Background: an optimization exercise with open tools, aiming at small area, a short achievable clock period and few clock cycles per item. Do not read the settings as production practice.
The RTL was checked by simulation tests, not by an equivalence proof against the original design.

Setup of JK:
Design tot_mulr, start of the top module:
module tot_mulr (
    input  wire         clk,
    input  wire         rst,
    input  wire         start,
    input  wire [127:0] opd,
    input  wire [63:0]  opf,
    input  wire [5:0]   mexp,
    input  wire [1:0]   rmode,
    output reg          busy,
    output reg          done,
    output reg          refused,
    output reg  [3:0]   cause,
    output reg  [127:0] res
);
For scale: about 5400 cells after synthesis, ~470 flip-flops, about 340 I/O pins.
Settings: LEC_CHECK=0, CAP_MARGIN=20, CORE_MARGIN=2, CORE_UTILIZATION=40, CTS_CLUSTER_DIAMETER=120, CTS_CLUSTER_SIZE=25, SLEW_MARGIN=20; clock period 90.0 ns.
standard.sh (not shown) runs the stock make flow with config.mk's settings and CLKGATE_MAP_FILE= SYNTH_SCRIPT=/design/flow/synth_recipe.tcl, a recipe that flattens the netlist after the stock synthesis.
==> flow/flow/run.sh <==
#!/bin/bash
# Own flow: the standard layout (standard.sh) with two changes:
#  - synthesis: Yosys's extract_fa/adder-cell mapping is skipped and ABC maps
#    for area (two rounds of choice computation and mapping with area
#    recovery); the synth wrapper (-nofsm -noshare, flatten, renames) is the
#    standard one;
#  - port buffers: every input and output still gets a buffer, but a buf_1
#    instead of the flow's default clkdlybuf4s50_1 delay cell.
# Floorplan, placement, CTS, routing and the constraints are the standard ones.
set -euo pipefail
W=$(pwd)
SCR="$FLOW_HOME/scripts"

# synthesis script: ORFS's synth.tcl without the adder step, area-oriented abc
python3 - "$SCR/synth.tcl" "$W/synth_custom.tcl" > "$W/flow_prep.log" 2>&1 <<'PY'
import sys
s = open(sys.argv[1]).read()
a = s.index("# Technology mapping of adders")
b = s.index("# Technology mapping of latches")
s = s[:a] + s[b:]
old = "  log_cmd abc {*}$abc_args"
assert old in s
script = ("+strash;&get,-n;&fraig,-x;&put;scorr;dc2;dretime;strash;&get,-n;&dch,-f;"
          "&nf,-R,300;&put;strash;&get,-n;&dch,-f;&nf,-R,300;&put")
s = s.replace(old, '  log_cmd abc -script {%s} {*}$lib_args {*}$lib_dont_use_args' % script)
open(sys.argv[2], "w").write(s)
PY

# the standard wrapper, sourcing the script above
sed "s#source \$::env(SCRIPTS_DIR)/synth.tcl#source $W/synth_custom.tcl#" \
    "$W/synth_recipe.tcl" > "$W/custom_synth.tcl"
grep -q "synth_custom.tcl" "$W/custom_synth.tcl"

# standard.sh with the synthesis script swapped and the port buffer cell set
sed -e "s#SYNTH_SCRIPT=[^ ]*#SYNTH_SCRIPT=$W/custom_synth.tcl#" \
    -e "s#CLKGATE_MAP_FILE= #CLKGATE_MAP_FILE= 'BUFFER_PORTS_ARGS=-buffer_cell sky130_fd_sc_hd__buf_1' #" \
    "$W/standard.sh" > "$W/custom_standard.sh"
grep -q "custom_synth.tcl" "$W/custom_standard.sh"
grep -q "BUFFER_PORTS_ARGS" "$W/custom_standard.sh"

bash "$W/custom_standard.sh" > "$W/flow_make.log" 2>&1
test -f "$W/out/final.def"
JK finished all stages; the layout is clean.
Testbench counts of JK, summed over its fixed seeds: cycles 38,874, items 3,200.
The following lists how MS was set up differently from JK:
- CTS_CLUSTER_DIAMETER removed (was 120)
- CTS_CLUSTER_SIZE removed (was 25)
diff --git a/flow/flow/run.sh b/flow/flow/run.sh
--- a/flow/flow/run.sh
+++ b/flow/flow/run.sh
@@ -2,7 +2,6 @@
 # Own flow: the standard layout (standard.sh) with two changes:
 #  - synthesis: Yosys's extract_fa/adder-cell mapping is skipped and ABC maps
-#    for area (two rounds of choice computation and mapping with area
-#    recovery); the synth wrapper (-nofsm -noshare, flatten, renames) is the
-#    standard one;
+#    with its default script (the synth wrapper with -nofsm -noshare, flatten
+#    and renames is the standard one);
 #  - port buffers: every input and output still gets a buffer, but a buf_1
 #    instead of the flow's default clkdlybuf4s50_1 delay cell.
@@ -12,5 +11,5 @@
 SCR="$FLOW_HOME/scripts"
 
-# synthesis script: ORFS's synth.tcl without the adder step, area-oriented abc
+# synthesis script: ORFS's synth.tcl without the adder step, plain abc
 python3 - "$SCR/synth.tcl" "$W/synth_custom.tcl" > "$W/flow_prep.log" 2>&1 <<'PY'
 import sys
@@ -21,7 +20,5 @@
 old = "  log_cmd abc {*}$abc_args"
 assert old in s
-script = ("+strash;&get,-n;&fraig,-x;&put;scorr;dc2;dretime;strash;&get,-n;&dch,-f;"
-          "&nf,-R,300;&put;strash;&get,-n;&dch,-f;&nf,-R,300;&put")
-s = s.replace(old, '  log_cmd abc -script {%s} {*}$lib_args {*}$lib_dont_use_args' % script)
+s = s.replace(old, "  log_cmd abc {*}$lib_args {*}$lib_dont_use_args")
 open(sys.argv[2], "w").write(s)
 PY
### Flow results
- Overall via count from detail_route delta for MS relative to JK: 380 lower
- The top routing layer in use comes out met4 in one run and met5 in the other, namely in MS and JK respectively.
- MS closes out successfully: all stages finished, all timing, DRC and antenna checks passed.
- Relative to JK, MS degrades clock period minus worst slack.
- Going from JK to MS, the relative area change from synthesis to final layout was found to have gone up by 2.4 points.
- Delta (MS minus JK): area after synthesis went up.
- Across both runs, synthesized netlist cell count was lower for MS than for JK.
- MS: ratio of cells with drive above 1 in the final layout 0.92 points above JK

---

Starting RTL as in the previous note.
Settings: LEC_CHECK=0, CAP_MARGIN=20, CORE_MARGIN=2, CORE_UTILIZATION=40, SLEW_MARGIN=20; clock period 90.0 ns.
==> flow/flow/run.sh <==
#!/bin/bash
# Own flow: the standard layout (standard.sh) with two changes:
#  - synthesis: Yosys's extract_fa/adder-cell mapping is skipped and ABC maps
#    for area (two rounds of choice computation and mapping with area
#    recovery); the synth wrapper (-nofsm -noshare, flatten, renames) is the
#    standard one;
#  - port buffers: every input and output still gets a buffer, but a buf_1
#    instead of the flow's default clkdlybuf4s50_1 delay cell.
# Floorplan, placement, CTS, routing and the constraints are the standard ones.
set -euo pipefail
W=$(pwd)
SCR="$FLOW_HOME/scripts"

# synthesis script: ORFS's synth.tcl without the adder step, area-oriented abc
python3 - "$SCR/synth.tcl" "$W/synth_custom.tcl" > "$W/flow_prep.log" 2>&1 <<'PY'
import sys
s = open(sys.argv[1]).read()
a = s.index("# Technology mapping of adders")
b = s.index("# Technology mapping of latches")
s = s[:a] + s[b:]
old = "  log_cmd abc {*}$abc_args"
assert old in s
script = ("+strash;&get,-n;&fraig,-x;&put;scorr;dc2;dretime;strash;&get,-n;&dch,-f;"
          "&nf,-R,300;&put;strash;&get,-n;&dch,-f;&nf,-R,300;&put")
s = s.replace(old, '  log_cmd abc -script {%s} {*}$lib_args {*}$lib_dont_use_args' % script)
open(sys.argv[2], "w").write(s)
PY

# the standard wrapper, sourcing the script above
sed "s#source \$::env(SCRIPTS_DIR)/synth.tcl#source $W/synth_custom.tcl#" \
    "$W/synth_recipe.tcl" > "$W/custom_synth.tcl"
grep -q "synth_custom.tcl" "$W/custom_synth.tcl"

# standard.sh with the synthesis script swapped and the port buffer cell set
sed -e "s#SYNTH_SCRIPT=[^ ]*#SYNTH_SCRIPT=$W/custom_synth.tcl#" \
    -e "s#CLKGATE_MAP_FILE= #CLKGATE_MAP_FILE= 'BUFFER_PORTS_ARGS=-buffer_cell sky130_fd_sc_hd__buf_1' #" \
    "$W/standard.sh" > "$W/custom_standard.sh"
grep -q "custom_synth.tcl" "$W/custom_standard.sh"
grep -q "BUFFER_PORTS_ARGS" "$W/custom_standard.sh"

bash "$W/custom_standard.sh" > "$W/flow_make.log" 2>&1
test -f "$W/out/final.def"
Testbench counts at the start, summed over its fixed seeds: cycles 38,874, items 3,200.
Edit:
CTS_CLUSTER_DIAMETER = 100   (was default)
CTS_CLUSTER_SIZE = 20   (was default)
Effect: Final cell count went down slightly; worst setup slack is better by 52 ps; final area went down slightly; non-clock buffer count is unchanged; clock skew went down by 6.8 ps; worst hold slack is better by 4.1 ps.

---

Setup of west:
tot_mulr, a different RTL version from the one above (not shown whole).
For scale: roughly 5300 cells after synthesis, about 340 I/O pins.
Settings: LEC_CHECK=0, CAP_MARGIN=20, CORE_MARGIN=2, CORE_UTILIZATION=40, CTS_CLUSTER_DIAMETER=100, CTS_CLUSTER_SIZE=20, SLEW_MARGIN=20; clock period 90.0 ns.
Scripts as last shown in full above: flow/flow/run.sh
Testbench counts of west, summed over its fixed seeds: cycles 38,874, items 3,200.
Modified inputs, south compared to west
-- flow/config.mk --
<<< west, line 11
export CTS_CLUSTER_DIAMETER = 100
export CTS_CLUSTER_SIZE = 20
>>> south, line 11
## What came out
- Post-route minimum period: south vs west up 46 ps
- Compared with west, south instantiates a larger number of standard cells.
- In south, the first-pass GRT wire length came out about 0.38% above the value in west.
- Clock tree cell share of total cell area sits higher in south than in west.
- south closes out successfully: all stages finished, all timing, DRC and antenna checks passed.
- Fraction of the mapped netlist area in simple logic gates came out exactly the same in west and south.
- [compare] base=west new=south: detailed route wirelength on metal3 fell by about 3%; met3 track demand over resource increased by 0.64 points relative to the old numbers.
- The run showing the greater fill cell instance count of the final layout is west.

-- separate check: timing with driven ports --
Ports are ideal in the flow. The routed layouts listed here were re-timed in OpenROAD.
Step 1 assumes that a clkbuf_16 drives the clock port and a buf_2 every other input.
Step 2, shift: input delay + t, output delay - t, t = (earliest + latest rising clock arrival at the registers) / 2. This alone moves slack from input paths to output paths.
Slacks: no drivers / after step 1 / after step 2; pairs: no drivers / after step 1.
| run | t, ns | setup WS [ns] | worst setup path at the end | latest minus earliest clock arrival (ns) | pins driven straight from the clock port |
|---|---|---|---|---|---|
| JK | 0.713 | 70.561 / 70.489 / 70.273 | input to register | 0.051 / 0.051 | 1 |
| MS | 0.734 | 70.508 / 70.439 / 70.597 | input to register | 0.022 / 0.022 | 1 |
| the first run of note 2 | 0.766 | 70.488 / 70.410 / 70.263 | input to register | 0.048 / 0.048 | 1 |
| the second run of note 2 | 0.714 | 70.539 / 70.463 / 70.250 | input to register | 0.041 / 0.041 | 1 |
| west | 0.693 | 70.721 / 70.647 / 70.107 | input to register | 0.052 / 0.051 | 1 |
| south | 0.740 | 70.675 / 70.602 / 70.080 | input to register | 0.048 / 0.048 | 1 |
After both steps setup and hold are still met in every run listed. For west, which loses most, drivers alone change the setup slack by -0.074 ns; drivers and shift together by -0.614 ns.
